This design comes from an exercise in tuning for small area, a short achievable clock period and few clock cycles per item on the open sky130 flow, not from production work.
RTL that was checked went through simulation tests only; none was proved equivalent to the original.
For runs 1 and 2, only the layout was checked, not whether the RTL still works.
Power is estimated from default activity; no workload was simulated.

===== design/flow/standard.sh =====
#!/bin/bash
# synth_recipe.tcl (not shown) runs the flow's synth.tcl, then flattens the netlist and writes it again
# the make line also repeats each setting of config.mk as NAME=value (left out here)
make -C /OpenROAD-flow-scripts/flow DESIGN_CONFIG=/design/flow/config.mk WORK_HOME=/design/flow/orfs CLKGATE_MAP_FILE= SYNTH_SCRIPT=/design/flow/synth_recipe.tcl "${@:-finish}"

===== design/flow/design.v =====
module chard_lane (
    input  wire        clk,
    input  wire        rst,
    input  wire        cmd_valid,
    output wire        cmd_ready,
    input  wire        cmd_slot,       
    input  wire [63:0] cmd_seed,
    input  wire [63:0] cmd_index,      
    input  wire [15:0] cmd_epoch,      
    input  wire [9:0]  cmd_stream,     
    input  wire [15:0] cmd_op,         
    input  wire [63:0] cmd_pos,        
    input  wire [15:0] cmd_count,      
    output wire        out_valid,
    input  wire        out_ready,
    output wire [31:0] out_word,
    output wire [63:0] out_hash,       
    output wire        out_last,       
    output wire        out_wrap,       
    output wire        tbl_en,
    output wire [9:0]  tbl_addr_a,
    output wire [9:0]  tbl_addr_b,
    input  wire [31:0] tbl_data_a,
    input  wire [31:0] tbl_data_b
);
    localparam RPS = 1;                
    localparam NS  = 8 / RPS;          
    localparam J5  = 5 / RPS;          
    localparam [31:0] K6 = 32'h9E37_79B9;
    localparam [31:0] K7 = 32'h7F4A_7C15;
    wire adv = out_ready | ~out_valid;
    reg         pending;               
    reg         ready_r;               
    reg         g_busy;
    reg         g_slot;
    reg         g_first;
    reg  [63:0] g_pos;
    reg  [15:0] g_left;
    wire keys_in;
    assign cmd_ready = ready_r | keys_in;
    wire g_last  = (g_left == 16'd1);
    wire g_wrap  = g_slot & ~g_first & (g_pos[47:0] == 48'd0);
    wire [63:0] g_next_pos = g_slot ? {g_pos[63:48], g_pos[47:0] + 48'd1}
                                    : g_pos + 64'd1;
    wire take    = cmd_valid & cmd_ready;
    wire abort   = pending & ~cmd_valid;             
    wire vacc    = cmd_valid & ~pending & (~g_busy | (adv & g_last));
    wire        v  [0:NS+2];           
    wire        f  [0:NS+2];           
    wire        sp [0:NS+2];           
    wire        l  [0:NS+2];           
    wire        w  [0:NS+2];           
    assign v[0]  = g_busy;
    assign f[0]  = g_first;
    assign sp[0] = pending;
    assign l[0]  = g_last;
    assign w[0]  = g_wrap;
    assign keys_in = (J5 == 0) ? vacc : (adv & v[J5-1] & f[J5-1] & sp[J5-1]);
    always @(posedge clk) begin
        if (rst) begin
            pending <= 1'b0;
            ready_r <= 1'b0;
            g_busy  <= 1'b0;
        end else begin
            if (take | abort) begin
                pending <= 1'b0;
                ready_r <= 1'b0;
            end else begin
                if (vacc)
                    pending <= 1'b1;
                if (keys_in)
                    ready_r <= 1'b1;
            end
            if (abort)
                g_busy <= 1'b0;
            else if (vacc)
                g_busy <= 1'b1;
            else if (g_busy & adv & g_last)
                g_busy <= 1'b0;
        end
    end
    wire g_load = ~g_busy | g_last;
    always @(posedge clk) begin
        if (~g_busy | adv) begin
            g_slot  <= g_load ? cmd_slot : g_slot;
            g_first <= g_load;
            g_pos   <= g_load ? cmd_pos : g_next_pos;
            g_left  <= g_load ? cmd_count : g_left - 16'd1;
        end
    end
    reg  [31:0] kb0, kb1, kb2, kb3;
    reg  [25:0] kb4;                   
    reg  [15:0] kb5;                   
    reg         kb5s;                  
    wire [31:0] k4 = {kb4[25:10], 6'd0, kb4[9:0]};
    wire [31:0] k5 = {6'd0, kb5s, ~kb5s, 8'h00, kb5};
    function kload;
        input integer i;
        begin
            if (i / RPS == 0) kload = ~g_busy | (adv & g_last);
            else kload = adv & v[i/RPS-1] & f[i/RPS-1] & sp[i/RPS-1];
        end
    endfunction
    always @(posedge clk) begin
        if (kload(0)) kb0 <= cmd_seed[31:0];
        if (kload(1)) kb1 <= cmd_seed[63:32];
        if (kload(2)) kb2 <= cmd_slot ? 32'd0 : cmd_index[31:0];
        if (kload(3)) kb3 <= cmd_slot ? 32'd0 : cmd_index[63:32];
        if (kload(4)) kb4 <= cmd_slot ? 26'd0 : {cmd_epoch, cmd_stream};
        if (kload(5)) begin
            kb5  <= cmd_slot ? 16'd0 : cmd_op;
            kb5s <= cmd_slot;
        end
    end
    function [31:0] key_of;
        input integer i;
        begin
            case (i)
                0: key_of = kb0;
                1: key_of = kb1;
                2: key_of = kb2;
                3: key_of = kb3;
                4: key_of = k4;
                5: key_of = k5;
                6: key_of = K6;
                default: key_of = K7;
            endcase
        end
    endfunction
    function [31:0] add32;
        input [31:0] x, y;
        reg   [31:0] p, g, pp, gg;
        integer i, d;
        begin
            p  = x ^ y;
            g  = x & y;
            pp = p;
            gg = g;
            for (d = 1; d < 32; d = d * 2)
                for (i = 2 * d - 1; i < 32; i = i + 2 * d) begin
                    gg[i] = gg[i] | (pp[i] & gg[i-d]);
                    pp[i] = pp[i] & pp[i-d];
                end
            for (d = 8; d >= 1; d = d / 2)
                for (i = 3 * d - 1; i < 32; i = i + 2 * d) begin
                    gg[i] = gg[i] | (pp[i] & gg[i-d]);
                    pp[i] = pp[i] & pp[i-d];
                end
            add32 = p ^ {gg[30:0], 1'b0};
        end
    endfunction
    function [63:0] round;
        input [31:0] a, b, k;
        reg   [31:0] s;
        begin
            s     = add32({a[7:0], a[31:8]}, b);
            round = {s ^ k, s ^ ({b[28:0], b[31:29]} ^ k)};
        end
    endfunction
    wire [31:0] sa [0:NS];             
    wire [31:0] sb [0:NS];
    assign sa[0] = g_pos[63:32];
    assign sb[0] = g_pos[31:0];
    genvar gs, gr;
    generate
        for (gs = 1; gs <= NS; gs = gs + 1) begin : st
            reg  [31:0] ra, rb;
            reg         rv, rf, rsp, rl, rw;
            wire [63:0] h [0:RPS];
            assign h[0] = {sa[gs-1], sb[gs-1]};
            for (gr = 0; gr < RPS; gr = gr + 1) begin : rn
                assign h[gr+1] = round(h[gr][63:32], h[gr][31:0],
                                       key_of((gs - 1) * RPS + gr));
            end
            always @(posedge clk) begin
                if (rst)
                    rv <= 1'b0;
                else if (adv)          
                    rv <= v[gs-1] & ~(abort & sp[gs-1]);
                else if (abort & rsp)
                    rv <= 1'b0;
                if (take)
                    rsp <= 1'b0;
                else if (adv)
                    rsp <= sp[gs-1];
            end
            always @(posedge clk)
                if (adv) begin
                    ra <= h[RPS][63:32];
                    rb <= h[RPS][31:0];
                    rf <= f[gs-1];
                    rl <= l[gs-1];
                    rw <= w[gs-1];
                end
            assign sa[gs] = ra;
            assign sb[gs] = rb;
            assign v[gs]  = rv;
            assign f[gs]  = rf;
            assign sp[gs] = rsp;
            assign l[gs]  = rl;
            assign w[gs]  = rw;
        end
    endgenerate
    reg  [31:0] t_a, t_b;
    reg  [31:0] o_word;
    reg  [63:0] o_hash;
    reg         t_v, t_l, t_w, o_v, o_l, o_w;
    assign tbl_en     = adv & v[NS];
    assign tbl_addr_a = sb[NS][9:0];
    assign tbl_addr_b = sb[NS][19:10];
    wire [63:0] tb_dbl = {tbl_data_b, tbl_data_b} << t_b[24:20];
    always @(posedge clk) begin
        if (rst) begin
            t_v <= 1'b0;
            o_v <= 1'b0;
        end else if (adv) begin
            t_v <= v[NS];
            o_v <= t_v;
        end
    end
    always @(posedge clk)
        if (adv) begin
            t_a    <= sa[NS];
            t_b    <= sb[NS];
            t_l    <= l[NS];
            t_w    <= w[NS];
            o_word <= tbl_data_a ^ tb_dbl[63:32] ^ t_a;
            o_hash <= {t_a, t_b};
            o_l    <= t_l;
            o_w    <= t_w;
        end
    assign out_valid = o_v;
    assign out_word  = o_word;
    assign out_hash  = o_hash;
    assign out_last  = o_l;
    assign out_wrap  = o_w;
endmodule

===== design/flow/config.mk =====
export PLATFORM = sky130hd
export DESIGN_NAME = chard_lane
export DESIGN_NICKNAME = chard_lane
export VERILOG_FILES = /design/flow/design.v
export SDC_FILE = /design/flow/constraint.sdc
export NUM_CORES = 4
export LEC_CHECK = 0
export CAP_MARGIN = 30
export CORE_MARGIN = 2
export CORE_UTILIZATION = 40
export SETUP_SLACK_MARGIN = 2.3
export SLEW_MARGIN = 30

===== design/flow/flow/run.sh =====
#!/bin/bash
# The standard layout (standard.sh), with two synthesis changes that touch
# only the combinational mapping (registers are mapped exactly as in the
# standard synthesis, before either step):
#  - abc maps with a delay target (flow/abc_speed.script) in place of the
#    stock speed script;
#  - no full/half-adder extraction (ADDER_MAP_FILE empty), so abc sees the
#    adders as plain logic.
# Everything else is ORFS's own scripts, unchanged.
set -euo pipefail
here=$(pwd)
rm -rf "$here/scripts"
cp -r "$FLOW_HOME/scripts" "$here/scripts"
cp "$here/flow/abc_speed.script" "$here/scripts/abc_speed.script"
export SCRIPTS_DIR="$here/scripts"
export ADDER_MAP_FILE=
export BUFFER_PORTS_ARGS="-buffer_cell sky130_fd_sc_hd__buf_1"
bash "$here/standard.sh" > "$here/standard.log" 2>&1

===== design/flow/flow/abc_speed.script =====
strash
dch -f
map -D 1400
buffer -c
topo
stime -c
upsize -c
dnsize -c

===== design/flow/constraint.sdc =====
create_clock -name core_clock -period 5.0 [get_ports {clk}]
set_input_delay 1.0000 -clock core_clock [delete_from_list [all_inputs] [get_ports {clk}]]
set_output_delay 1.0000 -clock core_clock [all_outputs]
set_load 0.01 [all_outputs]

==> impl_metrics.toml, run 1 <==
[status]
outcome = "timing/DRC/antenna clean"

[drt]
final_antenna_net_count = 0
routed_wl_mm = 149
drt_pass1_iterations = 6
remaining_drc_errors = 0
drt_iter0_drc = 3107
wire_per_inst_um = 19.4
viasPerCell = 4.98
via_count = 38200

[global_route]
grt_use_met1 = 0.274
grt-ovfl-total = 0
grtUsageTotal = 0.218
grtUsageMet2 = 0.375
grt_max_degree = 179
met3_usage = 0.0290
grt_pass1_vias = 36000
antenna_found_initial = 8
grt_pass1_wl_mm = 215
busiest_layer = "met2"

[cts]
clkTransAtPathRegs_ns = 0.06
cts_tree = "built"
cts.htree.levels = 3
cts_buffers = 109
clockBufferDepth = 3
clock_tree.root_cell = "clkbuf_16"
clock_sinks = 970
insertion_delay_ns = 0.73

[critical_path]
cp_num_buf_inv = 5
worstSetupPathType = "primary input to output pin"
cp.required_ns = 4.00
worst-path-max-fanout = 3
cpPeakStageDelay_ns = 0.24
end_kind = "output pin"
crit_path_start_kind = "primary input"
path_delay_family = "simple AND/OR/NAND/NOR gates"
crit_slowest_cell = "nor2_4"
cp_data_arrival_time_ns = 1.84
worstPathCellList = "buf_6, nor2_4, inv_16, nand4_1, inv_2, nor2_4, inv_2, buf_6"

[sta]
hold_slack_ns = 0.412
relSlewSlack = 0.273
tightestPinTransition_ns = 1.09
rsz0062_at_grt = "yes"
setup_violations = 0
maxSlewViolCount = 0
finalHoldViolations = 0
fin_crit_ns = 2.84
fmax_ghz = 0.352
post-route-period-util = 0.568
clock_skew_ns = 0.0401
setup_tns_ns = 0

[floorplan]
die_w_um = 364
die-area_sq_um = 133000
start_util = 0.402
coreArea_sq_um = 129000
rows = 132
pin_count = 440
fp.dieH_um = 364

[flow_run]
drv_cap = 0

[synthesis]
ys_types = 69
synth_area_sq_um = 51900
yosys_warnings = 1
ys_ff_latch = 970
synth_ff_type = "edfxtp_1"
syn-num-nets = 5471
seq_area_frac_synth = 0.557
async_flop_share = 0
syn_area_per_cell_sq_um = 10.1
postSynthCellCount = 5152
synth-edff-count = 949

[finish]
drive_above_1_share = 0.134
final_util = 0.484
final_cells = 7667
n_fill_cell = 12000
synthToLayoutAreaGrowth_pct = 20.2
finish.net_count = 6147

[power]
p_total_w = 0.0523
peakVddDrop_mv = 0.383
powerDensity_nw_per_um2 = 837
leakagePower_nw = 26.0

[placed_design]
port_buffers = 439
place.gp.congestion = 0.941
dp_cells = 7254
place_hpwl_mm = 114

[min_path]
hold_class = "flop to flop"
-- cells by family (layout without fill, tap and decap cells) --
logic type               Yosys count  after routing  share of synthesized area
other                              0              3                          0
XOR/XNOR                         759            759                      0.146
adder cells (fa/ha/maj)            2              2                   0.000385
AO/OA/AOI/OAI                    675            675                     0.0798
buffers and inverters            669           1438                     0.0499
AND/OR/NAND/NOR                 2077           2078                      0.167
flip-flops                       970            970                      0.557
-- routing by layer --
| layer | vias up | wire, um |
|---|---|---|
| li1 | 18700 | - |
| met1 | 18000 | 61900 |
| met2 | 1252 | 72100 |
| met3 | 291 | 7860 |
| met4 | 0 | 7080 |
| met5 | - | 0 |
-- what timing repair did --
item | in CTS | in global routing
gates resized for setup | 134 | 285
gates cloned | 3 | 0
setup endpoints to repair | 234 | 234
pin swaps | 42 | 118
setup buffers | 71 | 131
hold buffers | 0 | 0
-- path summary, 6_finish.rpt --
| kind | cells past startpoint | start | endpoint | slack [ns] |
|---|---|---|---|---|
| setup reg to reg | 11 | st[1].rb[10] | st[2].ra[31] | 2.25 |
| setup / recovery | 8 | out_ready | cmd_ready | 2.16 |
| hold reg to reg | 0 | st[8].ra[30] | t_a[30] | 0.41 |
| hold / removal | 0 | st[8].ra[30] | t_a[30] | 0.41 |
-- power by group --
| part | internal (W) | total (W) | switching [W] |
|---|---|---|---|
| logic | 0.0104 | 0.0266 | 0.0162 |
| clock network | 0.00479 | 0.00821 | 0.00341 |
| registers | 0.0148 | 0.0175 | 0.00265 |
-- cells in the mapped netlist, types with 50 or more instances --
cell type	number	area (sq um)
edfxtp_1	949	28500
nor2_1	886	3330
nand2_1	805	3020
inv_1	566	2120
xor2_1	516	4520
o21ai_0	199	996
xnor2_1	176	1540
a21oi_1	170	851
nand3_1	129	646
clkbuf_1	67	251
and2_1	65	407
a31oi_1	54	338
o211ai_1	50	375
xnor3_1	50	1130
-- area by class of cell --
class / count / area [sq um] / area share
Sequential cell: 970 / 28900 / 0.463
Clock inverter: 86 / 906 / 0.0145
Multi-Input combinational cell: 3514 / 22100 / 0.354
Tap cell: 1742 / 2180 / 0.0349
Inverter: 567 / 2150 / 0.0345
Timing Repair inverter: 2 / 17.5 / 0.000280
Clock buffer: 119 / 2770 / 0.0443
Timing Repair Buffer: 664 / 3420 / 0.0548
Antenna cell: 3 / 7.51 / 0.000120
-- through the flow --
step / setup slack (ns) / instance area [sq um]
2_1_floorplan: 0.627 / 52000
3_3_place_gp: 1.28 / 55600
3_5_place_dp: 1.23 / 55600
4_1_cts: 2.11 / 60300
5_1_grt: 2.07 / 62400
6_report: 2.16 / 62400
-- sequential cells by signal (all words and copies together), names as in the netlist, 64 cells and up --
name / flops
st.rb: 256
g_pos: 64
st.ra: 256
o_hash: 64
-- cell usage in the layout, fill, tap and decap left out, types with 57 or more instances in the layout --
cell,n
nor2_2,64
buf_4,216
and2_1,57
nand2_1,783
o21ai_0,166
inv_1,541
clkbuf_16,109
edfxtp_1,949
nor2_1,807
buf_1,435
nand3_1,122
a21oi_1,124
xnor2_1,162
xor2_1,497
==> run 2, diff against run 1 <==
--- a/design/flow/config.mk
+++ b/design/flow/config.mk
@@ -8,5 +8,7 @@
 export CAP_MARGIN = 30
 export CORE_MARGIN = 2
 export CORE_UTILIZATION = 40
+export CTS_CLUSTER_DIAMETER = 80
+export CTS_CLUSTER_SIZE = 20
 export SETUP_SLACK_MARGIN = 2.3
 export SLEW_MARGIN = 30
==> run 2 against run 1 <==
Compared with the run above: still clean; via count fell by 0.39%; total power is 4.0% lower; clock power decreased by 27%; largest cell class unchanged; sequential power about the same; highest routed layer unchanged; critical path depth stayed put; final cell count is 1.0% lower; synthesized cell count is the same; clock-buffer cell count down 40; non-clock buffer count rose by 13.
==> impl_metrics.toml, run 2 <==
[status]
outcome = "timing/DRC/antenna clean"

[power]
swShare = 0.438
p_total_w = 0.0502
p_int_w = 0.0282
leakagePower_nw = 25.5
peakVddDrop_mv = 0.328
p_switching_w = 0.0220
combPwrFrac = 0.533
p_clk_frac = 0.120
powerDensity_nw_per_um2 = 819
p_seq_frac = 0.347

[placed_design]
dpl-instance-area_sq_um = 55600
port_buffers = 439
place_hpwl_mm = 114
place.gp.congestion = 0.941
dp_cells = 7254

[synthesis]
synth_ff_type = "edfxtp_1"
synth_area_sq_um = 51900
postSynthCellCount = 5152
seq_area_frac_synth = 0.557
syn_area_per_cell_sq_um = 10.1
yosys-top-cells-area = "edfxtp_1 (55%), xor2_1 (8.7%), nor2_1 (6.4%)"
yosys_warnings = 1
ys_ff_latch = 970
yosysTopAreaCell = "edfxtp_1"
async_flop_share = 0
yosysTopAreaCellShare = 0.549
syn-num-nets = 5471
ys_types = 69
synth_common_cells = "edfxtp_1 (949), nor2_1 (886), nand2_1 (805), inv_1 (566), xor2_1 (516)"
synth_most_common_cell = "edfxtp_1"
synth-edff-count = 949

[floorplan]
die-area_sq_um = 133000
start_util = 0.402
die_w_um = 364
pin_count = 440
coreArea_sq_um = 129000
fp.dieH_um = 364
rows = 132

[global_route]
antenna_found_initial = 7
grt-ovfl-total = 0
grt_pass1_vias = 35800
grt_max_degree = 179
grt_pass1_wl_mm = 216
grtUsageTotal = 0.218

[finish]
largestRegisters = "st.ra x256, st.rb x256"
finish.net_count = 6121
drive_above_1_share = 0.129
regArea_sq_um = 28900
mostFrequentLayoutCell = "edfxtp_1"
synthToLayoutAreaGrowth_pct = 18.0
n_fill_cell = 12100
final_cells = 7590
layout_common_cells = "edfxtp_1 (949), nor2_1 (802), nand2_1 (777), inv_1 (545), xor2_1 (494)"
multi_input_area_sq_um = 22200
postLayoutCellArea_sq_um = 61300

[critical_path]
crit_end = "cmd_ready"
cpPeakStageDelay_ns = 0.23
r2r_setup_slack_ns = 2.21
worstPathCellList = "buf_8, nor2_4, inv_16, nand4_1, inv_2, nor2_4, inv_2, buf_6"
r2r_cells = 13
crit_path_start_kind = "primary input"
cp_data_arrival_time_ns = 1.84
cp.required_ns = 4.00
end_kind = "output pin"
worst-path-max-fanout = 4
r2r-end = "g_pos[56]"
crit_slowest_cell = "nor2_4"
crit-reg2reg-launch = "g_pos[2]"
cp-startpoint = "out_ready"
worstSetupPathType = "primary input to output pin"

[drt]
drt_iter0_drc = 3010
final_antenna_net_count = 0
routed_wl_mm = 149
drt_pass1_iterations = 5
remaining_drc_errors = 0
via_count = 38000
wire_per_inst_um = 19.6
viasPerCell = 5.01

[sta]
fmax_ghz = 0.352
tightestPinTransition_ns = 1.06
maxSlewViolCount = 0
rsz0062_at_grt = "yes"
setup_violations = 0
finalHoldViolations = 0
post-route-period-util = 0.568
clock_skew_ns = 0.0442
hold_slack_ns = 0.420
fin_crit_ns = 2.84
relSlewSlack = 0.292
setup_tns_ns = 0

[cts]
clock_tree.root_cell = "clkbuf_16"
clkTransAtPathRegs_ns = 0.08
cts_buffers = 70
clock_sinks = 970
clockBufferDepth = 3
cts_tree = "built"
holdBufCountCts = 0
cts.htree.levels = 3
insertion_delay_ns = 0.68

[min_path]
hold_class = "flop to flop"

[flow_run]
drv_cap = 0
-- run 2: power groups by stage --
stage / combinational, W / sequential (W) / clock (W)
2_1_floorplan: 0.0172 / 0.0165 / 0
5_1_grt: 0.0293 / 0.0178 / 0.00645
4_1_cts: 0.0247 / 0.0175 / 0.00617
6_report: 0.0268 / 0.0174 / 0.00600
3_5_place_dp: 0.0237 / 0.0177 / 0
3_3_place_gp: 0.0234 / 0.0177 / 0
-- run 2: cell type report --
class                      instances  share of cell area
multi-input combinational       3514               0.362
clock buffer                      79              0.0303
tap                             1742              0.0356
clock inverter                    35             0.00706
timing repair inverter             2            0.000286
antenna                            4            0.000163
timing repair buffer             677              0.0581
inverter                         567              0.0351
sequential                       970               0.472
-- run 2: per-stage QoR --
stage               setup WS, ns  utilization
floorplan                  0.627            -
global placement            1.28        0.430
detailed placement          1.23        0.430
CTS                         2.12        0.457
global route                2.08        0.475
finish                      2.16        0.475
-- run 2: cells by family after synthesis --
family / share of synthesized area
AND/OR/NAND/NOR: 0.167
buffers and inverters: 0.0499
AO/OA/AOI/OAI: 0.0798
flip-flops: 0.557
XOR/XNOR: 0.146
adder cells (fa/ha/maj): 0.000385
-- run 2: critical path, delay by kind of cell --
family / cells / cell delay, ns
and+or+nand+nor: 3 / 0.41
buffers and inverters: 5 / 0.40
-- run 2: worst min path at each step --
stage,from,endpoint,cells past startpoint
final,st[8].ra[0],t_a[0],0
after global routing,st[8].ra[19],t_a[19],0
after global placement,st[8].rb[23],t_b[23],0
after detailed placement,t_b[1],o_hash[1],0
after CTS,st[8].rb[24],t_b[24],0
after floorplan,t_b[0],o_hash[0],0
-- run 2: layer usage --
metal  global-route usage  vias to the layer above  part of all wire
met5                    0                        -                 0
met1                0.276                    17900              0.41
li1                     -                    18500                 -
met4               0.0961                        0             0.049
met2                0.375                     1248              0.48
met3               0.0265                      289             0.053
-- run 2: timing repair --
action	CTS	global route
pin swaps	38	135
gates cloned	3	1
setup buffers	83	131
resized for setup	137	307
endpoints found under the setup margin	256	236
==> run 3, diff against run 2 <==
--- a/design/flow/design.v
+++ b/design/flow/design.v
@@ -36,13 +36,13 @@
     reg         g_first;
     reg  [63:0] g_pos;
     reg  [15:0] g_left;
-    wire keys_in;
-    assign cmd_ready = ready_r | keys_in;
-    wire g_last  = (g_left == 16'd1);
-    wire g_wrap  = g_slot & ~g_first & (g_pos[47:0] == 48'd0);
-    wire [63:0] g_next_pos = g_slot ? {g_pos[63:48], g_pos[47:0] + 48'd1}
-                                    : g_pos + 64'd1;
-    wire take    = cmd_valid & cmd_ready;
+    assign cmd_ready = ready_r;
+    reg         g_last;                
+    reg         g_wrap;                
+    wire        g_c48 = &g_pos[47:0];
+    wire [63:0] g_next_pos = {g_pos[63:48] + {15'd0, g_c48 & ~g_slot},
+                              g_pos[47:0] + 48'd1};
+    wire take    = cmd_valid & ready_r;
     wire abort   = pending & ~cmd_valid;             
     wire vacc    = cmd_valid & ~pending & (~g_busy | (adv & g_last));
     wire        v  [0:NS+2];           
@@ -55,7 +55,7 @@
     assign sp[0] = pending;
     assign l[0]  = g_last;
     assign w[0]  = g_wrap;
-    assign keys_in = (J5 == 0) ? vacc : (adv & v[J5-1] & f[J5-1] & sp[J5-1]);
+    wire keys_in = (J5 == 0) ? vacc : (adv & v[J5-1] & f[J5-1] & sp[J5-1]);
     always @(posedge clk) begin
         if (rst) begin
             pending <= 1'b0;
@@ -86,6 +86,8 @@
             g_first <= g_load;
             g_pos   <= g_load ? cmd_pos : g_next_pos;
             g_left  <= g_load ? cmd_count : g_left - 16'd1;
+            g_last  <= g_load ? (cmd_count == 16'd1) : (g_left == 16'd2);
+            g_wrap  <= g_load ? 1'b0 : (g_slot & g_c48);
         end
     end
     reg  [31:0] kb0, kb1, kb2, kb3;
--- a/design/flow/config.mk
+++ b/design/flow/config.mk
@@ -8,7 +8,6 @@
 export CAP_MARGIN = 30
 export CORE_MARGIN = 2
 export CORE_UTILIZATION = 40
-export CTS_CLUSTER_DIAMETER = 80
-export CTS_CLUSTER_SIZE = 20
 export SETUP_SLACK_MARGIN = 2.3
 export SLEW_MARGIN = 30
+export TNS_END_PERCENT = 5
==> run 3 against run 2 <==
Compared with the run above: synthesized cell count is essentially flat; total power grew 2.6%; first-iteration DRC count shrank 3.7%; sequential power is essentially flat; worst hold slack lost 0.0062 ns; register-to-register slack gained 0.03 ns; critical path depth grew 2; sequential share of layout area shrank 0.079 points; via count shrank 1.6%.
==> impl_metrics.toml, run 3 <==
[synthesis]
ys_ff_latch = 972
synth_ff_type = "edfxtp_1"
synth-edff-count = 951
postSynthCellCount = 5147
yosysTopAreaCell = "edfxtp_1"
syn_area_per_cell_sq_um = 10.1
synth_common_cells = "edfxtp_1 (951), nor2_1 (871), nand2_1 (835), inv_1 (548), xor2_1 (513)"
yosys-top-cells-area = "edfxtp_1 (55%), xor2_1 (8.7%), nor2_1 (6.3%)"
synth_most_common_cell = "edfxtp_1"
syn-num-nets = 5466
yosys_warnings = 1
ys_types = 72
async_flop_share = 0
synth_area_sq_um = 51900
seq_area_frac_synth = 0.558
yosysTopAreaCellShare = 0.550

[placed_design]
dp_cells = 7253
place.gp.congestion = 0.937
post-place-ws_ns = 1.41
port_buffers = 439
place_hpwl_mm = 112
dpl-instance-area_sq_um = 55600

[finish]
final_cells = 7585
layout_common_cells = "edfxtp_1 (951), nand2_1 (820), nor2_1 (802), inv_1 (536), xor2_1 (497)"
synthToLayoutAreaGrowth_pct = 18.6
postLayoutCellArea_sq_um = 61500
n_fill_cell = 12100
mostFrequentLayoutCell = "edfxtp_1"
largestRegisters = "st.ra x256, st.rb x256"
finish.net_count = 6068
drive_above_1_share = 0.109

[sta]
setup_violations = 0
fin_crit_ns = 2.76
setup_tns_ns = 0
tightestPinTransition_ns = 0.979
finalHoldViolations = 0
post-route-period-util = 0.552
clock_skew_ns = 0.0232
fmax_ghz = 0.362
rsz0062_at_grt = "yes"
setup_ws_ns = 2.24
relSlewSlack = 0.347
maxSlewViolCount = 0

[floorplan]
coreArea_sq_um = 129000
pin_count = 440
start_util = 0.402
fp.dieH_um = 364
rows = 132
die-area_sq_um = 133000
die_w_um = 364

[cts]
clkTransAtPathRegs_ns = 0.06
insertion_delay_ns = 0.72
clock_tree.root_cell = "clkbuf_16"
cts_buffers = 107
clock_sinks = 972
clockBufferDepth = 3
holdBufCountCts = 0
cts_tree = "built"
cts.htree.levels = 3

[power]
powerDensity_nw_per_um2 = 837
p_total_w = 0.0515
peakVddDrop_mv = 0.361
leakagePower_nw = 25.5

[flow_run]
drv_cap = 0

[critical_path]
worstSetupPathType = "flop to flop"
cp.required_ns = 5.40
cp_data_arrival_time_ns = 3.16
worst-path-max-fanout = 4
end_kind = "flop"
crit_path_start_kind = "flop"

[drt]
viasPerCell = 4.93
remaining_drc_errors = 0
wire_per_inst_um = 19.2
routed_wl_mm = 146
via_count = 37400
final_antenna_net_count = 0
drt_iter0_drc = 2900
drt_pass1_iterations = 6

[global_route]
grt_pass1_wl_mm = 211
grt_pass1_vias = 35200
grt-ovfl-total = 0
antenna_found_initial = 3
grtUsageTotal = 0.214
grt_max_degree = 198

[status]
outcome = "timing/DRC/antenna clean"

[min_path]
hold_class = "flop to flop"
run 3: cell count changes after synthesis, sizes merged, moves of 8 or more:
cell   change
a31oi     +32
nor2      -17
a32o       -8
inv       -15
nand2     +31
a21oi      -8
o21ai     -23
nand3     +13
run 3: critical path, stage by stage, from the launching register on:
cell      delay (ns)
edfxtp_1        0.45
buf_4           0.18
nor2_1          0.13
nor2_1          0.05
nor2_1          0.21
a21oi_4         0.11
nor2_1          0.27
or2_2           0.22
nand2_1         0.08
xnor2_1         0.50
xor2_1          0.24
run 3: cell families after synthesis:
family / synth area share
AOI/OAI and AO/OA: 0.0769
xor gates and xnor gates: 0.145
adders and majority gates: 0.000386
buffers and inverters: 0.0489
DFF: 0.558
and+or+nand+nor: 0.170
run 3: worst paths after layout:
| check | startpoint | endpoint | slack (ns) | cells past startpoint |
|---|---|---|---|---|
| setup / recovery | g_pos[3] | st[1].rb[8] | 2.24 | 10 |
| hold / removal | st[8].ra[4] | t_a[4] | 0.41 | 0 |
| setup reg to reg | g_pos[3] | st[1].rb[8] | 2.24 | 10 |
| hold reg to reg | st[8].ra[4] | t_a[4] | 0.41 | 0 |
run 3: where the power goes:
| group | switching [W] | internal (W) |
|---|---|---|
| combinational | 0.0158 | 0.00987 |
| sequential | 0.00276 | 0.0149 |
| clock | 0.00331 | 0.00490 |
| total | 0.0219 | 0.0296 |
run 3: layout make-up:
class / count / area [sq um] / share of cell area
inverters: 553 / 2100 / 0.0342
diodes: 1 / 2.50 / 0.0000407
flip-flops and latches: 972 / 29000 / 0.471
repair inverters: 3 / 48.8 / 0.000793
well taps: 1742 / 2180 / 0.0354
clock inverters: 73 / 828 / 0.0135
repair buffers: 589 / 2970 / 0.0483
multi-input cells: 3523 / 21600 / 0.351
clock buffers: 129 / 2820 / 0.0459
run 3: through the flow:
stage	hold WS (ns)	util
after floorplan	0.400	-
after global placement	0.402	0.430
after detailed placement	0.405	0.431
after CTS	0.376	0.462
after global routing	0.412	0.476
final	0.413	0.476
run 3: timing repair:
action                                  4_1_cts  5_1_grt
resized for setup                            57      244
hold endpoints to repair                      0        0
cloned                                        4        0
endpoints found under the setup margin      252      289
pin swaps                                     8       72
buffers inserted                             15      107
run 3: metal layers:
metal,up-vias,track usage,wire length (um)
li1,18500,-,-
met1,17600,0.272,61500
met2,1044,0.373,72000
met3,235,0.0257,6640
met4,0,0.0786,5600
met5,-,0,0
Testbench counts of run 3, summed over its fixed seeds: cycles 24,293, items 23,934.
==> run 4, diff against run 3 <==
--- a/design/flow/config.mk
+++ b/design/flow/config.mk
@@ -8,6 +8,8 @@
 export CAP_MARGIN = 30
 export CORE_MARGIN = 2
 export CORE_UTILIZATION = 40
+export CTS_CLUSTER_DIAMETER = 80
+export CTS_CLUSTER_SIZE = 20
 export SETUP_SLACK_MARGIN = 2.3
 export SLEW_MARGIN = 30
 export TNS_END_PERCENT = 5
==> run 4 against run 3 <==
Compared with the run above: global-route usage shrank 0.13 points; final cell count fell by 1.4%; die area unchanged; still clean on timing, DRC and antenna; highest routed layer unchanged; synthesized area is the same; first-iteration DRC count shrank 0.72%; maximum frequency fell by 0.75%; sequential cell count is the same.
==> impl_metrics.toml, run 4 <==
[min_path]
worstHoldEndpoint = "o_hash[31]"
hold_class = "flop to flop"
worstHoldStart = "t_b[31]"
min_path_cells = 0

[placed_design]
dpl-instance-area_sq_um = 55600
place_hpwl_mm = 112
place.gp.congestion = 0.937
port_buffers = 439

[finish]
mostFrequentLayoutCell = "edfxtp_1"
layout_common_cells = "edfxtp_1 (951), nand2_1 (821), nor2_1 (817), inv_1 (537), xor2_1 (499)"
finish.net_count = 6015
synthToLayoutAreaGrowth_pct = 15.2
drive_above_1_share = 0.0901
largestRegisters = "st.ra x256, st.rb x256"
postLayoutCellArea_sq_um = 59800

[synthesis]
yosysTopAreaCell = "edfxtp_1"
synth-edff-count = 951
syn-num-nets = 5466
ys_types = 72
async_flop_share = 0
yosys_warnings = 1
synth_most_common_cell = "edfxtp_1"
synth_area_sq_um = 51900
seq_area_frac_synth = 0.558
yosys-top-cells-area = "edfxtp_1 (55%), xor2_1 (8.7%), nor2_1 (6.3%)"
postSynthCellCount = 5147
synth_common_cells = "edfxtp_1 (951), nor2_1 (871), nand2_1 (835), inv_1 (548), xor2_1 (513)"
ys_ff_latch = 972
synth_ff_type = "edfxtp_1"
syn_area_per_cell_sq_um = 10.1
yosysTopAreaCellShare = 0.550

[power]
powerDensity_nw_per_um2 = 813
combPwrFrac = 0.517
leakagePower_nw = 24.7
p_clk_frac = 0.121
p_seq_frac = 0.363
p_int_w = 0.0273
p_switching_w = 0.0213
peakVddDrop_mv = 0.334
swShare = 0.439
p_total_w = 0.0486

[cts]
cts.htree.levels = 3
holdBufCountCts = 0
insertion_delay_ns = 0.69
clock_sinks = 972
clkTransAtPathRegs_ns = 0.09
clock_tree.root_cell = "clkbuf_16"
cts_tree = "built"
cts_buffers = 68
clockBufferDepth = 3

[critical_path]
r2r-end = "g_pos[54]"
end_kind = "flop"
cp.required_ns = 5.40
r2r_setup_slack_ns = 2.22
crit_path_start_kind = "flop"
worstSetupPathType = "flop to flop"
r2r_cells = 14
worst-path-max-fanout = 6
crit-reg2reg-launch = "g_pos[2]"
cp_data_arrival_time_ns = 3.18

[global_route]
grt_pass1_vias = 34800
antenna_found_initial = 4
grt-ovfl-total = 0
grt_pass1_wl_mm = 210
grtUsageTotal = 0.212
grt_max_degree = 198

[status]
outcome = "timing/DRC/antenna clean"

[drt]
drt_pass1_iterations = 5
wire_per_inst_um = 19.4
final_antenna_net_count = 0
viasPerCell = 4.98
remaining_drc_errors = 0
via_count = 37300
drt_iter0_drc = 2879
routed_wl_mm = 145

[sta]
finalHoldViolations = 0
rsz0062_at_grt = "yes"
setup_violations = 0
maxSlewViolCount = 0
fmax_ghz = 0.360
clock_skew_ns = 0.0380
fin_crit_ns = 2.78
post-route-period-util = 0.556
relSlewSlack = 0.363
tightestPinTransition_ns = 0.955
setup_tns_ns = 0

[flow_run]
drv_cap = 0

[floorplan]
die_w_um = 364
pin_count = 440
fp.dieH_um = 364
die-area_sq_um = 133000
start_util = 0.402
coreArea_sq_um = 129000
rows = 132
==> run 4: cell counts after synthesis <==
Identical to the previous run, type by type.
==> run 4: worst max-delay path: stages (launching register included) <==
cell      delay [ns]
edfxtp_1        0.48
inv_2           0.08
nor2_4          0.15
inv_2           0.08
nor2_4          0.18
nand2_2         0.12
nor3_4          0.20
nand3_2         0.14
nor3_4          0.32
nand2_4         0.15
nor2_4          0.24
buf_4           0.15
nand2_1         0.04
nand2_1         0.08
a31oi_1         0.07
==> run 4: power groups by stage <==
| stage | clock network, W | registers, W | logic [W] |
|---|---|---|---|
| after floorplan | 0 | 0.0166 | 0.0172 |
| after global placement | 0 | 0.0178 | 0.0234 |
| after detailed placement | 0 | 0.0179 | 0.0237 |
| after CTS | 0.00603 | 0.0177 | 0.0242 |
| after global routing | 0.00631 | 0.0179 | 0.0277 |
| final | 0.00586 | 0.0176 | 0.0251 |
==> run 4: metrics by stage <==
step,utilization,setup slack [ns],instances,hold slack [ns]
6_report,0.463,2.22,7482,0.410
5_1_grt,0.463,2.09,7482,0.424
4_1_cts,0.450,2.12,7386,0.409
3_5_place_dp,0.431,1.41,7253,0.405
3_3_place_gp,0.430,1.45,7250,0.402
2_1_floorplan,-,0.776,5147,0.400
==> run 4: layout make-up <==
type	count	area [sq um]
timing repair inverter	3	48.8
clock inverter	28	373
multi-input combinational	3525	21400
antenna	1	2.50
timing repair buffer	573	2840
tap	1742	2180
fill	12200	69400
inverter	553	2100
sequential	972	29000
clock buffer	85	1830
==> run 4: logic make-up (layout without fill, tap and decap cells) <==
kind of cell             after synthesis  count (layout)  share of synthesized area
adder cells (fa/ha/maj)                2               2                   0.000386
XOR/XNOR                             754             754                      0.145
flip-flops                           972             972                      0.558
AO/OA/AOI/OAI                        651             651                     0.0769
buffers and inverters                653            1242                     0.0489
other                                  0               1                          0
AND/OR/NAND/NOR                     2115            2118                      0.170
==> run 4: how the worst max path moves through the flow <==
stage | depth (start not counted) | endpoint | slack (ns) | from
after floorplan | 5 | tbl_en | 0.78 | out_ready
after global placement | 6 | tbl_en | 1.45 | out_ready
after detailed placement | 6 | tbl_en | 1.41 | out_ready
after CTS | 13 | g_pos[56] | 2.12 | g_pos[0]
after global routing | 14 | g_pos[54] | 2.09 | g_pos[2]
final | 14 | g_pos[54] | 2.22 | g_pos[2]
==> run 4: per-layer routing <==
metal	vias up	track usage	wire length, um
li1	18400	-	-
met1	17600	0.271	61400
met2	1105	0.371	71300
met3	230	0.0252	6480
met4	0	0.0772	5810
met5	-	0	0
==> run 4: repair_timing <==
item | CTS | global route
gates cloned | 4 | 2
pin swaps | 6 | 59
gates resized for setup | 52 | 201
endpoints found under the setup margin | 257 | 422
buffers inserted | 16 | 90
==> run 5, diff against run 4 <==
--- a/design/flow/design.v
+++ b/design/flow/design.v
@@ -39,9 +39,18 @@
     assign cmd_ready = ready_r;
     reg         g_last;                
     reg         g_wrap;                
-    wire        g_c48 = &g_pos[47:0];
+    reg  [2:0]  g_ones;
+    wire        g_c16 = g_ones[0];
+    wire        g_c32 = g_ones[0] & g_ones[1];
+    wire        g_c48 = g_ones[0] & g_ones[1] & g_ones[2];
     wire [63:0] g_next_pos = {g_pos[63:48] + {15'd0, g_c48 & ~g_slot},
-                              g_pos[47:0] + 48'd1};
+                              g_pos[47:32] + {15'd0, g_c32},
+                              g_pos[31:16] + {15'd0, g_c16},
+                              g_pos[15:0] + 16'd1};
+    wire [2:0]  g_next_ones = {g_c32 ? (g_pos[47:32] == 16'hFFFE) : g_ones[2],
+                               g_c16 ? (g_pos[31:16] == 16'hFFFE) : g_ones[1],
+                               g_pos[15:0] == 16'hFFFE};
+    wire [2:0]  cmd_ones = {&cmd_pos[47:32], &cmd_pos[31:16], &cmd_pos[15:0]};
     wire take    = cmd_valid & ready_r;
     wire abort   = pending & ~cmd_valid;             
     wire vacc    = cmd_valid & ~pending & (~g_busy | (adv & g_last));
@@ -85,6 +94,7 @@
             g_slot  <= g_load ? cmd_slot : g_slot;
             g_first <= g_load;
             g_pos   <= g_load ? cmd_pos : g_next_pos;
+            g_ones  <= g_load ? cmd_ones : g_next_ones;
             g_left  <= g_load ? cmd_count : g_left - 16'd1;
             g_last  <= g_load ? (cmd_count == 16'd1) : (g_left == 16'd2);
             g_wrap  <= g_load ? 1'b0 : (g_slot & g_c48);
--- a/design/flow/config.mk
+++ b/design/flow/config.mk
@@ -10,6 +10,6 @@
 export CORE_UTILIZATION = 40
 export CTS_CLUSTER_DIAMETER = 80
 export CTS_CLUSTER_SIZE = 20
-export SETUP_SLACK_MARGIN = 2.3
+export SETUP_SLACK_MARGIN = 2.4
 export SLEW_MARGIN = 30
 export TNS_END_PERCENT = 5
==> run 5 against run 4 <==
Compared with the run above: still clean; routed wire length shrank 2.0%; final cell count grew 0.19%; sequential power is essentially flat; core utilization grew 0.77 points; synthesized area grew 0.47%; combinational power grew 6%; maximum frequency grew 2.8%; clock power grew 0.7%; highest routed layer is now met5.
==> impl_metrics.toml, run 5 <==
[status]
outcome = "timing/DRC/antenna clean"

[sta]
clock_skew_ns = 0.0297
fin_crit_ns = 2.70
relSlewSlack = 0.348
setup_violations = 0
hold_slack_ns = 0.410
maxSlewViolCount = 0
finalHoldViolations = 0
setup_ws_ns = 2.30
tightestPinTransition_ns = 0.965
fmax_ghz = 0.370
post-route-period-util = 0.541
rsz0062_at_grt = "yes"
setup_tns_ns = 0

[cts]
clockBufferDepth = 3
clkTransAtPathRegs_ns = 0.08
insertion_delay_ns = 0.68
clock_sinks = 975
cts_tree = "built"
holdBufCountCts = 0
clock_tree.root_cell = "clkbuf_16"
cts.htree.levels = 3
cts_buffers = 67

[finish]
mostFrequentLayoutCell = "edfxtp_1"
n_fill_cell = 12100
synthToLayoutAreaGrowth_pct = 16.9
finish.net_count = 6034
largestRegisters = "st.ra x256, st.rb x256"
drive_above_1_share = 0.129
layout_common_cells = "edfxtp_1 (954), nand2_1 (804), nor2_1 (756), inv_1 (514), xor2_1 (479)"
final_util = 0.471

[floorplan]
die-area_sq_um = 133000
pin_count = 440
fp.dieH_um = 365
coreArea_sq_um = 129000
start_util = 0.403
rows = 132
die_w_um = 365

[drt]
remaining_drc_errors = 0
via_count = 36900
drt_pass1_iterations = 5
viasPerCell = 4.93
routed_wl_mm = 142
drt_iter0_drc = 2776
wire_per_inst_um = 19.0
final_antenna_net_count = 0

[critical_path]
cp_data_arrival_time_ns = 3.15
r2r_cells = 11
crit_end = "st[6].ra[23]"
crit_slowest_cell = "edfxtp_1"
cp.required_ns = 5.44
cpPeakStageDelay_ns = 0.49
worstSetupPathType = "flop to flop"
crit_path_start_kind = "flop"
end_kind = "flop"
worst_path_most_repeated_cell = "nor2_2"
r2r_setup_slack_ns = 2.30
r2r-end = "st[6].ra[23]"
crit-reg2reg-launch = "st[5].ra[22]"
cp-startpoint = "st[5].ra[22]"
worst-path-max-fanout = 4
worstPathCellList = "or2_1, nand2_2, nor3_4, nand4_1, a21oi_4, nor2_4, o21ai_4, a21oi_2, nor2_2, nor2_2, xnor2_2"

[synthesis]
synth_area_sq_um = 52100
postSynthCellCount = 5098
async_flop_share = 0
synth-edff-count = 954
yosys-top-cells-area = "edfxtp_1 (55%), xor2_1 (8.2%), nor2_1 (6.1%)"
seq_area_frac_synth = 0.558
yosysTopAreaCellShare = 0.549
synth_common_cells = "edfxtp_1 (954), nor2_1 (849), nand2_1 (839), inv_1 (538), xor2_1 (487)"
yosysTopAreaCell = "edfxtp_1"
synth_most_common_cell = "edfxtp_1"
ys_ff_latch = 975
syn-num-nets = 5417
syn_area_per_cell_sq_um = 10.2
yosys_warnings = 1
ys_types = 78
synth_ff_type = "edfxtp_1"

[global_route]
grt_pass1_wl_mm = 204
grt-ovfl-total = 0
grt_pass1_vias = 34100
grt_max_degree = 181
grtUsageTotal = 0.205
antenna_found_initial = 2

[power]
p_total_w = 0.0500
swShare = 0.436
p_int_w = 0.0282
p_switching_w = 0.0218
combPwrFrac = 0.531
leakagePower_nw = 25.3
peakVddDrop_mv = 0.423
p_seq_frac = 0.351
powerDensity_nw_per_um2 = 821
p_clk_frac = 0.118

[placed_design]
place_hpwl_mm = 109
place.gp.congestion = 0.924
port_buffers = 439
post-place-ws_ns = 1.13

[min_path]
worstHoldStart = "st[8].ra[4]"
hold_class = "flop to flop"

[flow_run]
drv_cap = 0
==> run 5: cells by family after synthesis <==
| kind of cell | synth area share |
|---|---|
| AO/OA/AOI/OAI | 0.0827 |
| XOR/XNOR | 0.144 |
| adder cells (fa/ha/maj) | 0.000576 |
| buffers and inverters | 0.0484 |
| flip-flops | 0.558 |
| AND/OR/NAND/NOR | 0.166 |
==> run 5: worst min path at each step <==
| stage | cells past startpoint | to | slack, ns |
|---|---|---|---|
| after floorplan | 0 | o_hash[0] | 0.40 |
| after CTS | 0 | t_a[13] | 0.42 |
| after detailed placement | 0 | o_hash[17] | 0.40 |
| after global routing | 0 | t_a[23] | 0.42 |
| final | 0 | t_a[4] | 0.41 |
| after global placement | 0 | o_hash[7] | 0.40 |
==> run 5: critical path, delay by kind of cell, from the launching register on <==
family,cells,cell delay (ns)
xor gates and xnor gates,1,0.32
DFF,1,0.49
and+or+nand+nor,7,1.05
AOI/OAI and AO/OA,3,0.59
==> run 5: final cells by class <==
| type | instances | area [sq um] | area share |
|---|---|---|---|
| Timing Repair Buffer | 644 | 3320 | 0.0545 |
| Tap cell | 1742 | 2180 | 0.0358 |
| Antenna cell | 1 | 2.50 | 0.0000411 |
| Clock buffer | 82 | 1850 | 0.0304 |
| Clock inverter | 25 | 357 | 0.00585 |
| Timing Repair inverter | 2 | 32.5 | 0.000534 |
| Sequential cell | 975 | 29100 | 0.477 |
| Multi-Input combinational cell | 3478 | 22000 | 0.362 |
| Inverter | 547 | 2080 | 0.0342 |
==> run 5: repair_timing <==
item / 4_1_cts / 5_1_grt
gates cloned: 3 / 0
setup endpoints to repair: 507 / 536
buffers inserted: 16 / 162
gates resized for setup: 39 / 324
pin swaps: 6 / 104
==> run 5: power by group through the flow <==
stage | clock network [W] | logic, W | registers, W
after floorplan | 0 | 0.0178 | 0.0166
after global placement | 0 | 0.0240 | 0.0178
after detailed placement | 0 | 0.0243 | 0.0178
after CTS | 0.00609 | 0.0246 | 0.0177
after global routing | 0.00635 | 0.0292 | 0.0179
final | 0.00590 | 0.0266 | 0.0176
==> run 5: through the flow <==
stage | area (sq um) | cells
floorplan | 52200 | 5098
global placement | 55800 | 7204
detailed placement | 55800 | 7205
CTS | 58400 | 7331
global route | 60900 | 7495
finish | 60900 | 7496
==> run 5: metal layers <==
layer | GRT usage | wire length (um) | up-vias
met1 | 0.260 | 59400 | 17500
met3 | 0.0256 | 6860 | 183
met4 | 0.0640 | 4510 | 2
met5 | 0 | 7 | -
li1 | - | - | 18300
met2 | 0.365 | 71300 | 1002
Testbench counts of run 5, summed over its fixed seeds: cycles 24,293, items 23,934.
==> run 6, diff against run 5 <==
--- a/design/flow/config.mk
+++ b/design/flow/config.mk
@@ -10,6 +10,6 @@
 export CORE_UTILIZATION = 40
 export CTS_CLUSTER_DIAMETER = 80
 export CTS_CLUSTER_SIZE = 20
-export SETUP_SLACK_MARGIN = 2.4
+export SETUP_SLACK_MARGIN = 2.5
 export SLEW_MARGIN = 30
 export TNS_END_PERCENT = 5
==> run 6 against run 5 <==
Compared with the run above: synthesized area unchanged; worst setup slack better by 0.0080 ns; die area is the same; first-iteration DRC count shrank 3.7%; worst hold slack about the same; maximum frequency is 0.30% higher; clock skew shrank 0.0037 ns; clock-buffer cell count did not move; sequential power hardly changed; total power rose by 2.1%; highest routed layer unchanged.
==> impl_metrics.toml, run 6 <==
[global_route]
grt-ovfl-total = 0
grt_pass1_wl_mm = 205
grtUsageMet2 = 0.366
grt_max_degree = 181
met3_usage = 0.0257
grt_use_met1 = 0.261
busiest_layer = "met2"
grtUsageTotal = 0.206
antenna_found_initial = 2
grt_pass1_vias = 34400

[critical_path]
cp_data_arrival_time_ns = 3.12
cp.required_ns = 5.43
crit_path_start_kind = "flop"
end_kind = "flop"
worstSetupPathType = "flop to flop"
worst-path-max-fanout = 8

[synthesis]
ys_ff_latch = 975
synth_compound_area_frac = 0.0827
synth_most_common_cell = "edfxtp_1"
yosys_warnings = 1
postSynthCellCount = 5098
synthSimpleGateAreaFrac = 0.166
syn_area_per_cell_sq_um = 10.2
yosys-top-cells-area = "edfxtp_1 (55%), xor2_1 (8.2%), nor2_1 (6.1%)"
synth_area_sq_um = 52100
syn-num-nets = 5417
synth_common_cells = "edfxtp_1 (954), nor2_1 (849), nand2_1 (839), inv_1 (538), xor2_1 (487)"
synth_top_family_by_area = "simple AND/OR/NAND/NOR gates"
yosysTopAreaCellShare = 0.549
yosysTopAreaCell = "edfxtp_1"
synth-edff-count = 954
seq_area_frac_synth = 0.558
ys_types = 78
synthMuxAreaShare = 0
async_flop_share = 0
synth_xor_area_frac = 0.144
synth-adder-area-share = 0.000576
synth_ff_type = "edfxtp_1"

[floorplan]
pin_count = 440
start_util = 0.403
fp.dieH_um = 365
die_w_um = 365
rows = 132
coreArea_sq_um = 129000
die-area_sq_um = 133000

[sta]
setup_tns_ns = 0
setup_ws_ns = 2.30
finalHoldViolations = 0
fmax_ghz = 0.371
post-route-period-util = 0.539
setup_violations = 0
maxSlewViolCount = 0
rsz0062_at_grt = "yes"
hold_slack_ns = 0.410
fin_crit_ns = 2.70
clock_skew_ns = 0.0261
relSlewSlack = 0.370
tightestPinTransition_ns = 0.945

[cts]
clock_tree.root_cell = "clkbuf_16"
cts_tree = "built"
insertion_delay_ns = 0.67
holdBufCountCts = 0
clkTransAtPathRegs_ns = 0.09
clock_sinks = 975
clockBufferDepth = 3
cts_buffers = 67
cts.htree.levels = 3

[placed_design]
place.gp.congestion = 0.924
port_buffers = 439
place_hpwl_mm = 109
post-place-ws_ns = 1.13
dpl-instance-area_sq_um = 55800

[drt]
via_count = 37100
wire_per_inst_um = 18.9
routed_wl_mm = 143
remaining_drc_errors = 0
drt_iter0_drc = 2674
final_antenna_net_count = 0
viasPerCell = 4.92
drt_pass1_iterations = 7

[finish]
multi_input_area_sq_um = 22400
n_fill_cell = 12000
postLayoutCellArea_sq_um = 61600
regArea_sq_um = 29100
finish.net_count = 6079
mostFrequentLayoutCell = "edfxtp_1"
drive_above_1_share = 0.147
largestRegisters = "st.ra x256, st.rb x256"
synthToLayoutAreaGrowth_pct = 18.2
layout_common_cells = "edfxtp_1 (954), nand2_1 (799), nor2_1 (727), inv_1 (516), xor2_1 (473)"

[power]
leakagePower_nw = 25.6
peakVddDrop_mv = 0.420
powerDensity_nw_per_um2 = 829

[flow_run]
drv_cap = 0

[status]
outcome = "timing/DRC/antenna clean"

[min_path]
hold_class = "flop to flop"
run 6: worst paths after layout:
kind                                     end  cells after the start        start  slack [ns]
worst max-delay path            st[1].ra[31]                     13    g_pos[54]        2.30
worst min-delay path                  t_a[4]                      0  st[8].ra[4]        0.41
worst max register to register  st[1].ra[31]                     13    g_pos[54]        2.30
worst min register to register        t_a[4]                      0  st[8].ra[4]        0.41
run 6: layout make-up:
class | instances | area share
Timing Repair inverter | 2 | 0.000528
Inverter | 547 | 0.0339
Tap cell | 1742 | 0.0354
Multi-Input combinational cell | 3478 | 0.363
Clock buffer | 82 | 0.0300
Antenna cell | 1 | 0.0000406
Clock inverter | 25 | 0.00578
Sequential cell | 975 | 0.472
Timing Repair Buffer | 689 | 0.0599
run 6: power breakdown:
| group | internal [W] | switching [W] |
|---|---|---|
| sequential | 0.0149 | 0.00273 |
| combinational | 0.0110 | 0.0166 |
| clock | 0.00296 | 0.00295 |
run 6: logic make-up after synthesis:
| kind of cell | Yosys count |
|---|---|
| AOI/OAI and AO/OA | 654 |
| DFF | 975 |
| adders and majority gates | 3 |
| and+or+nand+nor | 2077 |
| buffers and inverters | 646 |
| xor gates and xnor gates | 743 |
run 6: critical path, stage by stage (launching register included):
cell and delay (ns):
edfxtp_1 0.50, nand2_2 0.19, nand2_1 0.13, a21oi_1 0.16, nand4_1 0.13, nor2_2 0.17
o21ai_2 0.13, a21oi_4 0.23, o21ai_4 0.09, a21oi_4 0.22, o22ai_4 0.15, o2bb2ai_2 0.19
nand3_1 0.07, nand2_1 0.06
run 6: repair_timing:
action,CTS,global route
endpoints found under the hold margin,0,0
pin swaps,25,134
cloned,3,0
buffers inserted,51,172
setup endpoints to repair,615,638
resized for setup,96,372
run 6: metrics by stage:
step / cells / total power, W / utilization
final: 7541 / 0.0511 / 0.476
after global routing: 7540 / 0.0545 / 0.476
after CTS: 7366 / 0.0488 / 0.455
after detailed placement: 7205 / 0.0421 / 0.431
after global placement: 7204 / 0.0418 / 0.431
after floorplan: 5098 / 0.0345 / -
run 6: per-layer routing:
metal / wire length [um] / share of wire / vias to the layer above
met3: 6730 / 0.047 / 197
met4: 4860 / 0.034 / 2
met2: 71700 / 0.50 / 973
met5: 7 / 0.000049 / -
met1: 59600 / 0.42 / 17600
li1: - / - / 18400
==> run 7, diff against run 6 <==
--- a/design/flow/config.mk
+++ b/design/flow/config.mk
@@ -10,6 +10,6 @@
 export CORE_UTILIZATION = 40
 export CTS_CLUSTER_DIAMETER = 80
 export CTS_CLUSTER_SIZE = 20
-export SETUP_SLACK_MARGIN = 2.5
+export SETUP_SLACK_MARGIN = 2.3
 export SLEW_MARGIN = 30
 export TNS_END_PERCENT = 5
==> run 7 against run 6 <==
Compared with the run above: first-iteration DRC count decreased by 3.0%; sequential power hardly changed; global-route usage shrank 0.12 points; cell area down 3.4%; clock skew about the same; maximum frequency is 1.9% lower; largest power group unchanged; highest routed layer unchanged.
==> impl_metrics.toml, run 7 <==
[placed_design]
place.gp.congestion = 0.924
port_buffers = 439
post-place-ws_ns = 1.13
place_hpwl_mm = 109

[drt]
drt_pass1_iterations = 5
final_antenna_net_count = 0
viasPerCell = 4.92
routed_wl_mm = 140
drt_iter0_drc = 2594
wire_per_inst_um = 18.9
remaining_drc_errors = 0
via_count = 36400

[sta]
rsz0062_at_grt = "yes"
finalHoldViolations = 0
fmax_ghz = 0.364
tightestPinTransition_ns = 0.942
relSlewSlack = 0.364
setup_ws_ns = 2.25
post-route-period-util = 0.549
clock_skew_ns = 0.0262
fin_crit_ns = 2.75
setup_tns_ns = 0
setup_violations = 0
maxSlewViolCount = 0

[cts]
clock_sinks = 975
clock_tree.root_cell = "clkbuf_16"
cts_buffers = 67
cts.htree.levels = 3
cts_tree = "built"
insertion_delay_ns = 0.68
clockBufferDepth = 3
clkTransAtPathRegs_ns = 0.08

[min_path]
worstHoldStart = "st[8].ra[4]"
worstHoldEndpoint = "t_a[4]"
hold_class = "flop to flop"
min_path_cells = 0

[global_route]
grtUsageTotal = 0.205
grt_pass1_wl_mm = 204
grt_pass1_vias = 34000
antenna_found_initial = 2
grt-ovfl-total = 0
grt_max_degree = 181

[synthesis]
seq_area_frac_synth = 0.558
synth-edff-count = 954
yosysTopAreaCellShare = 0.549
syn-num-nets = 5417
syn_area_per_cell_sq_um = 10.2
synth_area_sq_um = 52100
postSynthCellCount = 5098
yosysTopAreaCell = "edfxtp_1"
synth_most_common_cell = "edfxtp_1"
ys_ff_latch = 975
yosys-top-cells-area = "edfxtp_1 (55%), xor2_1 (8.2%), nor2_1 (6.1%)"
ys_types = 78
synth_common_cells = "edfxtp_1 (954), nor2_1 (849), nand2_1 (839), inv_1 (538), xor2_1 (487)"
synth_ff_type = "edfxtp_1"
async_flop_share = 0
yosys_warnings = 1

[finish]
layout_common_cells = "edfxtp_1 (954), nand2_1 (830), nor2_1 (792), inv_1 (529), xor2_1 (481)"
mostFrequentLayoutCell = "edfxtp_1"
synthToLayoutAreaGrowth_pct = 14.2
largestRegisters = "st.ra x256, st.rb x256"
finish.net_count = 5940
drive_above_1_share = 0.0924

[floorplan]
pin_count = 440
die-area_sq_um = 133000
start_util = 0.403
coreArea_sq_um = 129000
die_w_um = 365
rows = 132
fp.dieH_um = 365

[critical_path]
cp.required_ns = 4.00
worst-path-max-fanout = 18
worstSetupPathType = "primary input to output pin"
cp_data_arrival_time_ns = 1.75
crit_path_start_kind = "primary input"
r2r_cells = 10
cpPeakStageDelay_ns = 0.16
r2r_setup_slack_ns = 2.25
end_kind = "output pin"
crit-reg2reg-launch = "st[5].ra[23]"
crit_slowest_cell = "buf_2"
worstPathCellList = "buf_2, nor2_4, buf_12, clkinv_16, nand2_2, inv_2, buf_1"
r2r-end = "st[6].ra[23]"

[flow_run]
drv_cap = 0

[status]
outcome = "timing/DRC/antenna clean"

[power]
powerDensity_nw_per_um2 = 821
leakagePower_nw = 24.7
peakVddDrop_mv = 0.406
-- run 7: cell count changes in the layout (fill, tap and decap cells not counted), moves of 13 or more --
cell / change
nor2_1: +65
buf_4: -134
nor2_4: -20
nor2_2: -45
a21oi_1: +13
nand2_2: -27
inv_1: +13
nand2_1: +31
o21ai_0: +25
inv_2: -13
-- run 7: per-stage QoR --
| step | std cells | hold WS [ns] | area (sq um) | total power, W | util |
|---|---|---|---|---|---|
| 2_1_floorplan | 5098 | 0.400 | 52200 | 0.0345 | - |
| 3_3_place_gp | 7204 | 0.401 | 55800 | 0.0418 | 0.431 |
| 3_5_place_dp | 7205 | 0.405 | 55800 | 0.0421 | 0.431 |
| 4_1_cts | 7320 | 0.421 | 58100 | 0.0482 | 0.449 |
| 5_1_grt | 7401 | 0.424 | 59600 | 0.0524 | 0.460 |
| 6_report | 7403 | 0.410 | 59600 | 0.0489 | 0.460 |
-- run 7: how the worst max path moves through the flow --
| stage | startpoint | endpoint | slack, ns | cells past startpoint |
|---|---|---|---|---|
| 2_1_floorplan | out_ready | tbl_en | 0.77 | 5 |
| 3_3_place_gp | out_ready | g_pos[37] | 1.21 | 6 |
| 3_5_place_dp | out_ready | g_pos[37] | 1.13 | 6 |
| 4_1_cts | g_pos[9] | st[1].ra[22] | 2.13 | 10 |
| 5_1_grt | st[4].rb[3] | st[5].ra[31] | 2.17 | 12 |
| 6_report | out_ready | tbl_en | 2.25 | 7 |
-- run 7: logic make-up (layout without fill, tap and decap cells) --
group	Yosys count	in the layout	share of synthesized area
buffers and inverters	646	1206	0.0484
other	0	2	0
adder cells (fa/ha/maj)	3	3	0.000576
AO/OA/AOI/OAI	654	654	0.0827
XOR/XNOR	743	743	0.144
flip-flops	975	975	0.558
AND/OR/NAND/NOR	2077	2078	0.166
-- run 7: what timing repair did --
item	in CTS	in global routing
hold buffers	0	0
endpoints found under the hold margin	0	0
gates cloned	3	0
pin swaps	2	46
gates resized for setup	7	180
setup endpoints to repair	382	416
buffers inserted	5	79
-- run 7: final cells by class --
type / count / area, sq um
timing repair buffer: 550 / 2610
timing repair inverter: 2 / 32.5
fill: 12200 / 69900
multi-input combinational: 3478 / 21400
tap: 1742 / 2180
clock inverter: 25 / 357
antenna: 2 / 5.00
inverter: 547 / 2080
clock buffer: 82 / 1850
sequential: 975 / 29100
-- run 7: critical path, delay by kind of cell --
kind / cells / cell delay, ns
buf+inv: 5 / 0.51
simple gates: 2 / 0.20
-- run 7: power by group --
part / switching (W) / internal [W]
registers: 0.00275 / 0.0149
logic: 0.0156 / 0.00981
clock network: 0.00294 / 0.00296
total: 0.0213 / 0.0276
-- run 7: routing by layer --
layer,vias up,GRT usage,part of all wire
li1,18100,-,-
met1,17100,0.258,0.42
met2,1017,0.366,0.50
met3,171,0.0280,0.049
met4,2,0.0608,0.030
met5,-,0,0.000050
==> run 8, diff against run 7 <==
--- a/design/flow/config.mk
+++ b/design/flow/config.mk
@@ -7,9 +7,9 @@
 export LEC_CHECK = 0
 export CAP_MARGIN = 30
 export CORE_MARGIN = 2
-export CORE_UTILIZATION = 40
+export CORE_UTILIZATION = 50
 export CTS_CLUSTER_DIAMETER = 80
 export CTS_CLUSTER_SIZE = 20
-export SETUP_SLACK_MARGIN = 2.3
+export SETUP_SLACK_MARGIN = 2.35
 export SLEW_MARGIN = 30
 export TNS_END_PERCENT = 5
==> run 8 against run 7 <==
Compared with the run above: still clean; core utilization up 11 points; register-to-register slack better by 0.09 ns; synthesized cell count unchanged; combinational power up 2%; cell area about the same; first-iteration DRC count up 10%; clock power down 13%; clock skew up 0.0061 ns; critical path depth up 4; highest routed layer is now met4.
==> impl_metrics.toml, run 8 <==
[cts]
holdBufCountCts = 0
insertion_delay_ns = 0.70
clock_sinks = 975
clock_tree.root_cell = "clkbuf_16"
clockBufferDepth = 3
cts_buffers = 58
cts_tree = "built"
clkTransAtPathRegs_ns = 0.09
cts.htree.levels = 2

[synthesis]
syn-num-nets = 5417
yosys-top-cells-area = "edfxtp_1 (55%), xor2_1 (8.2%), nor2_1 (6.1%)"
syn_area_per_cell_sq_um = 10.2
synth_area_sq_um = 52100
yosysTopAreaCell = "edfxtp_1"
synth_common_cells = "edfxtp_1 (954), nor2_1 (849), nand2_1 (839), inv_1 (538), xor2_1 (487)"
postSynthCellCount = 5098
ys_ff_latch = 975
synth_most_common_cell = "edfxtp_1"
synth_ff_type = "edfxtp_1"
async_flop_share = 0
seq_area_frac_synth = 0.558
yosys_warnings = 1
synth-edff-count = 954
ys_types = 78
yosysTopAreaCellShare = 0.549

[power]
swShare = 0.441
combPwrFrac = 0.533
leakagePower_nw = 24.8
p_clk_frac = 0.105
p_seq_frac = 0.362
peakVddDrop_mv = 0.402
p_int_w = 0.0273
p_switching_w = 0.0215
powerDensity_nw_per_um2 = 820

[sta]
fin_crit_ns = 2.66
setup_tns_ns = 0
fmax_ghz = 0.376
clock_skew_ns = 0.0323
finalHoldViolations = 0
setup_violations = 0
tightestPinTransition_ns = 0.931
maxSlewViolCount = 0
rsz0062_at_grt = "yes"
post-route-period-util = 0.532
relSlewSlack = 0.379

[drt]
final_antenna_net_count = 0
drt_iter0_drc = 2859
routed_wl_mm = 139
viasPerCell = 5.18
wire_per_inst_um = 19.6
remaining_drc_errors = 0
drt_pass1_iterations = 5
via_count = 36800

[global_route]
grt_pass1_vias = 33700
grtUsageTotal = 0.252
grt_max_degree = 122
grt-ovfl-total = 0
antenna_found_initial = 4
grt_pass1_wl_mm = 202

[finish]
layout_common_cells = "edfxtp_1 (954), nand2_1 (826), nor2_1 (760), inv_1 (527), xor2_1 (477)"
postLayoutCellArea_sq_um = 59500
finish.net_count = 5982
drive_above_1_share = 0.110
mostFrequentLayoutCell = "edfxtp_1"
synthToLayoutAreaGrowth_pct = 14.1
largestRegisters = "st.ra x256, st.rb x256"
n_fill_cell = 9030

[floorplan]
die_w_um = 327
rows = 118
pin_count = 440
die-area_sq_um = 107000
coreArea_sq_um = 103000
start_util = 0.504
fp.dieH_um = 327

[critical_path]
worstSetupPathType = "flop to flop"
worst-path-max-fanout = 7
end_kind = "flop"
crit_path_start_kind = "flop"
cp_data_arrival_time_ns = 3.10
cp.required_ns = 5.44

[placed_design]
place_hpwl_mm = 107
port_buffers = 439
place.gp.congestion = 0.913
dpl-instance-area_sq_um = 55400

[min_path]
hold_class = "flop to flop"

[flow_run]
drv_cap = 0

[status]
outcome = "timing/DRC/antenna clean"
==> run 8: cell count changes in the layout (fill, tap and decap cells not counted), sizes merged <==
| cell | before | now |
|---|---|---|
| clkinv | 13 | 11 |
| buf | 549 | 597 |
| inv | 553 | 546 |
| clkinvlp | 3 | 7 |
| clkbuf | 83 | 99 |
| diode | 2 | 4 |
| bufinv | 5 | 0 |
==> run 8: final timing paths <==
path / startpoint / to / slack (ns) / cells after the start
min: t_l / o_l / 0.42 / 0
min reg2reg: t_l / o_l / 0.42 / 0
max: g_pos[0] / st[1].rb[23] / 2.34 / 11
max reg2reg: g_pos[0] / st[1].rb[23] / 2.34 / 11
==> run 8: kinds of logic after synthesis <==
logic type                 after synthesis  share of synthesized area
buffers and inverters                  646                     0.0484
adders and majority gates                3                   0.000576
AOI/OAI and AO/OA                      654                     0.0827
xor gates and xnor gates               743                      0.144
and+or+nand+nor                       2077                      0.166
DFF                                    975                      0.558
==> run 8: what timing repair did <==
action                                  4_1_cts  5_1_grt
cloned                                        5        1
endpoints found under the setup margin      221      379
gates resized for setup                      13      276
pin swaps                                     3       68
buffers inserted                              8      124
==> run 8: worst max-delay path, cell delays in order, from the launching register on <==
cell      delay, ns
edfxtp_1       0.62
nand2_2        0.14
o21ai_4        0.20
nand3_4        0.11
a21oi_4        0.24
o21ai_4        0.13
nand2_2        0.17
a21oi_4        0.09
o22ai_2        0.17
nand2_1        0.07
o21ai_0        0.15
xnor3_1        0.31
==> run 8: cell type report <==
type / instances / area [sq um] / share of cell area
Multi-Input combinational cell: 3478 / 21800 / 0.366
Clock inverter: 12 / 95.1 / 0.00160
Tap cell: 1380 / 1730 / 0.0290
Antenna cell: 4 / 10.0 / 0.000168
Inverter: 547 / 2090 / 0.0351
Timing Repair inverter: 5 / 63.8 / 0.00107
Sequential cell: 975 / 29100 / 0.489
Timing Repair Buffer: 598 / 2950 / 0.0495
Clock buffer: 98 / 1720 / 0.0289
==> run 8: metrics by stage <==
| step | total power, W | util | hold WS [ns] | cells | worst slack (ns) |
|---|---|---|---|---|---|
| floorplan | 0.0345 | - | 0.400 | 5098 | 0.773 |
| global placement | 0.0418 | 0.535 | 0.401 | 6842 | 1.26 |
| finish | 0.0488 | 0.575 | 0.419 | 7097 | 2.34 |
| global route | 0.0520 | 0.575 | 0.426 | 7096 | 2.21 |
| detailed placement | 0.0420 | 0.535 | 0.405 | 6844 | 1.21 |
| CTS | 0.0473 | 0.554 | 0.421 | 6967 | 2.21 |
==> run 8: power by group through the flow <==
stage               registers (W)  clock network (W)  logic [W]
global placement           0.0179                  0     0.0238
finish                     0.0177            0.00513     0.0260
CTS                        0.0178            0.00526     0.0243
floorplan                  0.0166                  0     0.0178
detailed placement         0.0179                  0     0.0241
global route               0.0180            0.00553     0.0285
==> run 8: layer usage <==
layer  GRT usage  up-vias  wire length [um]
met3      0.0253      169              6560
met1       0.337    17400             59600
met2       0.439      974             69400
met5           0        -                 0
li1            -    18200                 -
met4      0.0654        0              3450

## static timing again, ports no longer ideal
Ports are ideal in the flow. The routed layouts listed here were re-timed in OpenROAD.
Step 1 assumes that a clkbuf_16 drives the clock port and a buf_2 every other input.
Step 2 times the ports against the registers' clock, not the clock port: input delays grow and output delays shrink by t, the midpoint of the rising clock arrivals with the driver on.
a / b / c = ideal ports / drivers / drivers and shift; a / b = the first two.
run	t (ns)	setup WS [ns]
run 1	0.786	2.162 / 2.120 / 1.493
run 2	0.738	2.159 / 2.119 / 1.610
run 3	0.787	2.241 / 2.232 / 1.736
run 4	0.750	2.220 / 2.220 / 1.619
run 5	0.738	2.296 / 2.295 / 1.750
run 6	0.738	2.304 / 2.303 / 1.688
run 7	0.734	2.253 / 2.227 / 1.677
run 8	0.762	2.340 / 2.320 / 1.639
After both steps setup and hold are still met in every run listed.
